This design comes from an exercise in tuning for small area, a short achievable clock period and few clock cycles per item on the open sky130 flow, not from production work. Only simulation tests tie the RTL to the original design; equivalence was not proved.

==> flow/design.v (excerpt) <==
module loop_engine (
    input  wire               clk,
    input  wire               rst,         
    input  wire               start,       
    input  wire               init,        
    input  wire               pbsafe,      
    input  wire               run,         
    input  wire               stopping,    
    input  wire               llen,
    input  wire               tren,
    input  wire               trexm,
    input  wire               trlohz,
    input  wire signed [11:0] code,        
    input  wire signed [17:0] isum,        
    input  wire        [15:0] rll,         
    input  wire        [9:0]  linband,
    input  wire        [5:0]  trhyst,
    input  wire        [9:0]  trmaxs,
    input  wire        [15:0] dtrhi,       
    input  wire        [15:0] dtrlo,
    input  wire        [15:0] dmax,
    input  wire        [15:0] dmin,
    input  wire        [15:0] dhwmax,
    input  wire        [15:0] kcl,         
    input  wire        [15:0] ilimt,
    input  wire        [15:0] ilim,        
  ...
Size in the first run: ~710 flip-flops.
==> flow/config.mk <==
export PLATFORM = sky130hd
export DESIGN_NAME = loop_engine
export DESIGN_NICKNAME = loop_engine
export VERILOG_FILES = /design/flow/design.v
export SDC_FILE = /design/flow/constraint.sdc
export NUM_CORES = 4
export LEC_CHECK = 0
export CAP_MARGIN = 20
export CORE_MARGIN = 2
export CORE_UTILIZATION = 45
export SLEW_MARGIN = 20
==> flow/constraint.sdc <==
create_clock -name core_clock -period 22.0 [get_ports {clk}]
set_input_delay 4.4000 -clock core_clock [delete_from_list [all_inputs] [get_ports {clk}]]
set_output_delay 4.4000 -clock core_clock [all_outputs]
set_load 0.01 [all_outputs]
standard.sh (not shown) runs the stock make flow with config.mk's settings and CLKGATE_MAP_FILE= SYNTH_SCRIPT=/design/flow/synth_recipe.tcl, a recipe that flattens the netlist after the stock synthesis.
==> flow/flow/run.sh <==
#!/bin/bash
# Standard layout (standard synthesis included), with repair_timing aiming for more
# setup slack than the clock period strictly needs, and plain buffers on the ports.
set -euo pipefail
bash standard.sh SETUP_SLACK_MARGIN=15.5 "BUFFER_PORTS_ARGS=-buffer_cell sky130_fd_sc_hd__buf_1" finish > run_make.log 2>&1
Testbench counts at the start, summed over its fixed seeds: cycles 231,970, samples 20,000.
Then changed:
==> flow/flow/run.sh (replaced) <==
#!/bin/bash
# Standard layout (standard synthesis included), with repair_timing aiming for more
# setup slack than the clock period strictly needs, and plain buffers on the ports.
set -euo pipefail
bash standard.sh SETUP_SLACK_MARGIN=15.3 "BUFFER_PORTS_ARGS=-buffer_cell sky130_fd_sc_hd__buf_1" finish > run_make.log 2>&1
=> The new run passed the timing, design-rule and antenna checks. Die area stays the same. Routed wire length went down by 2.6%. Final area is lower by 0.65%. Hold slack is about the same. Non-clock buffer count drops by 25. Via count shrinks by 0.46%. Clock-buffer cell count went down by 15. Area after synthesis does not change. Worst setup slack improves by 34 ps. Clock skew goes up by 12 ps.
Then changed:
==> flow/flow/run.sh (replaced) <==
#!/bin/bash
# Standard layout (standard synthesis included), with repair_timing aiming for more
# setup slack than the clock period strictly needs, and plain buffers on the ports.
set -euo pipefail
bash standard.sh SETUP_SLACK_MARGIN=15.5 "BUFFER_PORTS_ARGS=-buffer_cell sky130_fd_sc_hd__buf_1" finish > run_make.log 2>&1
- CORE_UTILIZATION: 45 -> 60
After rerunning:
- design area decreases by about 1.1%
- core utilization goes up by 17 points
- non-clock buffer count came out lower by 6
- global-route usage goes up by 9.6 points
Then changed:
==> flow/flow/run.sh (replaced) <==
#!/bin/bash
# Standard layout (standard synthesis included), with repair_timing aiming for more
# setup slack than the clock period strictly needs, and plain buffers on the ports.
set -euo pipefail
bash standard.sh SETUP_SLACK_MARGIN=16.0 "BUFFER_PORTS_ARGS=-buffer_cell sky130_fd_sc_hd__buf_1" finish > run_make.log 2>&1
- CORE_UTILIZATION: 60 -> 45
Wire length increases by 8.3%.
Synthesized cell count stays the same.
Via count stays flat.
Setup slack loses 17 ps.

========
Another version of the RTL of loop_engine (not shown whole).
Size in the first run: roughly 690 flip-flops, ~540 I/O pins, ~69000 um^2 of cells after synthesis.
Settings: LEC_CHECK=0, CAP_MARGIN=20, CORE_MARGIN=2, CORE_UTILIZATION=45, PLACE_DENSITY=0.65, SLEW_MARGIN=20; clock period 22.0 ns.
==> flow/flow/run.sh <==
#!/bin/bash
# Standard layout (standard synthesis included), with repair_timing aiming for more
# setup slack than the clock period strictly needs, and plain buffers on the ports.
set -euo pipefail
bash standard.sh SETUP_SLACK_MARGIN=15.3 "BUFFER_PORTS_ARGS=-buffer_cell sky130_fd_sc_hd__buf_1" finish > run_make.log 2>&1
Testbench counts at the start, summed over its fixed seeds: cycles 231,970, samples 20,000.
Then changed:
CAP_MARGIN = 30   (was 20)
PLACE_DENSITY = not set   (was 0.65)
SLEW_MARGIN = 30   (was 20)
TNS_END_PERCENT = 30   (was not set)
After rerunning:
- The changed run finished with timing, DRC and antenna clean
- final area shrinks by 1.1%
- wire length shrinks by about 1%
- count of clock-buffer cells in the layout shrinks by 18
- synthesized area stays the same
- non-clock buffer count shrinks by 40
- clock skew grows by 0.0096 ns
- fmax shrinks by about 2.8%
- worst setup slack is worse by 0.19 ns
- via count shrinks by 1.3%
Then changed:
--- a/flow/flow/run.sh
+++ b/flow/flow/run.sh
@@ -5 +5 @@
-bash standard.sh SETUP_SLACK_MARGIN=15.3 "BUFFER_PORTS_ARGS=-buffer_cell sky130_fd_sc_hd__buf_1" finish > run_make.log 2>&1
+bash standard.sh SETUP_SLACK_MARGIN=15.4 "BUFFER_PORTS_ARGS=-buffer_cell sky130_fd_sc_hd__buf_1" finish > run_make.log 2>&1
ABC_AREA = 1   (was not set)
CAP_MARGIN = 20   (was 30)
SLEW_MARGIN = 20   (was 30)
TNS_END_PERCENT = not set   (was 30)
Fmax went up by 2.9%.
Global-route usage went up by 4.5 points.
Critical path depth went down by 13.
Utilization is about the same.
Count of clock-buffer cells in the layout went up by 18.
Register-to-register slack gets better by 0.27 ns.

========
## P
loop_engine, a different RTL version from the one above (not shown whole).
Size in the first run: ~8,000 cells after synthesis, roughly 540 I/O pins, roughly 0.068 mm^2 of cells after synthesis.
clock: 22.0 ns
lec_check: 0
cap_margin: 20
core_margin: 2
core_utilization: 25
slew_margin: 20
run.sh (not shown) runs the stock make flow with config.mk's settings and CLKGATE_MAP_FILE= SYNTH_SCRIPT=/design/flow/synth_recipe.tcl, a recipe that flattens the netlist after the stock synthesis.
Stock flow here: none of the scripts above is used.
Testbench counts of P, summed over its fixed seeds: cycles 231,970, samples 20,000.
For Q, these inputs were changed with respect to P:
==> flow/flow/run.sh (new file) <==
#!/bin/bash
# Standard layout (standard synthesis included), with repair_timing aiming for more
# setup slack than the clock period strictly needs.
set -euo pipefail
bash standard.sh SETUP_SLACK_MARGIN=15.5 finish > run_make.log 2>&1
==> flow/standard.sh (new file) <==
#!/bin/bash
# synth_recipe.tcl (not shown) runs the flow's synth.tcl, then flattens the netlist and writes it again
# the make line also repeats each setting of config.mk as NAME=value (left out here)
make -C /OpenROAD-flow-scripts/flow DESIGN_CONFIG=/design/flow/config.mk WORK_HOME=/design/flow/orfs CLKGATE_MAP_FILE= SYNTH_SCRIPT=/design/flow/synth_recipe.tcl "${@:-finish}"
removed: flow/run.sh
==> comparison <==
The design area in Q sits about 9% above the value recorded for P. Q | status: complete | timing, DRC, antenna: pass. Any difference in number of cells in the design after placement between P and Q is small enough to ignore. Compared with P, placement density in the core of Q is higher. The setup slack of Q is larger than that of P.

-- static timing again, ports no longer ideal --
Ports are ideal in the flow. The routed layouts listed here were re-timed in OpenROAD. Step 1 sets driving cells, clkbuf_16 on the clock port and buf_2 on the other inputs (assumed; they add their load-dependent delay and slew). Step 2 times the ports against the registers' clock, not the clock port: input delays grow and output delays shrink by t, the midpoint of the rising clock arrivals with the driver on. Three values: ideal ports, drivers, drivers and shift; two values: the first two.
run | t (ns) | slack for setup (ns) | hold slack, ns | worst data-port slew with drivers (ns) | pins driven straight from the clock port
the first run of note 1 | 0.791 | 15.315 / 15.315 / 14.941 | 0.326 / 0.326 / 0.326 | 0.17 | 1
the second run of note 1 | 0.807 | 15.349 / 15.349 / 14.844 | 0.325 / 0.325 / 0.325 | 0.24 | 1
the third run of note 1 | 0.782 | 15.239 / 15.239 / 14.828 | 0.323 / 0.323 / 0.323 | 0.16 | 1
the fourth run of note 1 | 0.783 | 15.222 / 15.222 / 15.222 | 0.325 / 0.325 / 0.325 | 0.21 | 1
the first run of note 2 | 0.773 | 15.356 / 15.356 / 14.952 | 0.344 / 0.344 / 0.344 | 0.16 | 1
the second run of note 2 | 0.814 | 15.165 / 15.165 / 15.089 | 0.345 / 0.345 / 0.345 | 0.18 | 1
the third run of note 2 | 0.778 | 15.356 / 15.404 / 14.625 | 0.331 / 0.331 / 0.331 | 0.14 | 1
P | 0.802 | 12.853 / 12.853 / 12.853 | 0.324 / 0.324 / 0.324 | 0.35 | 1
Q | 0.832 | 15.072 / 15.072 / 14.793 | 0.312 / 0.312 / 0.312 | 0.30 | 1
After both steps setup and hold are still met in every run listed. For the third run of note 2, which loses most, drivers alone change the setup slack by +0.048 ns; drivers and shift together by -0.731 ns.
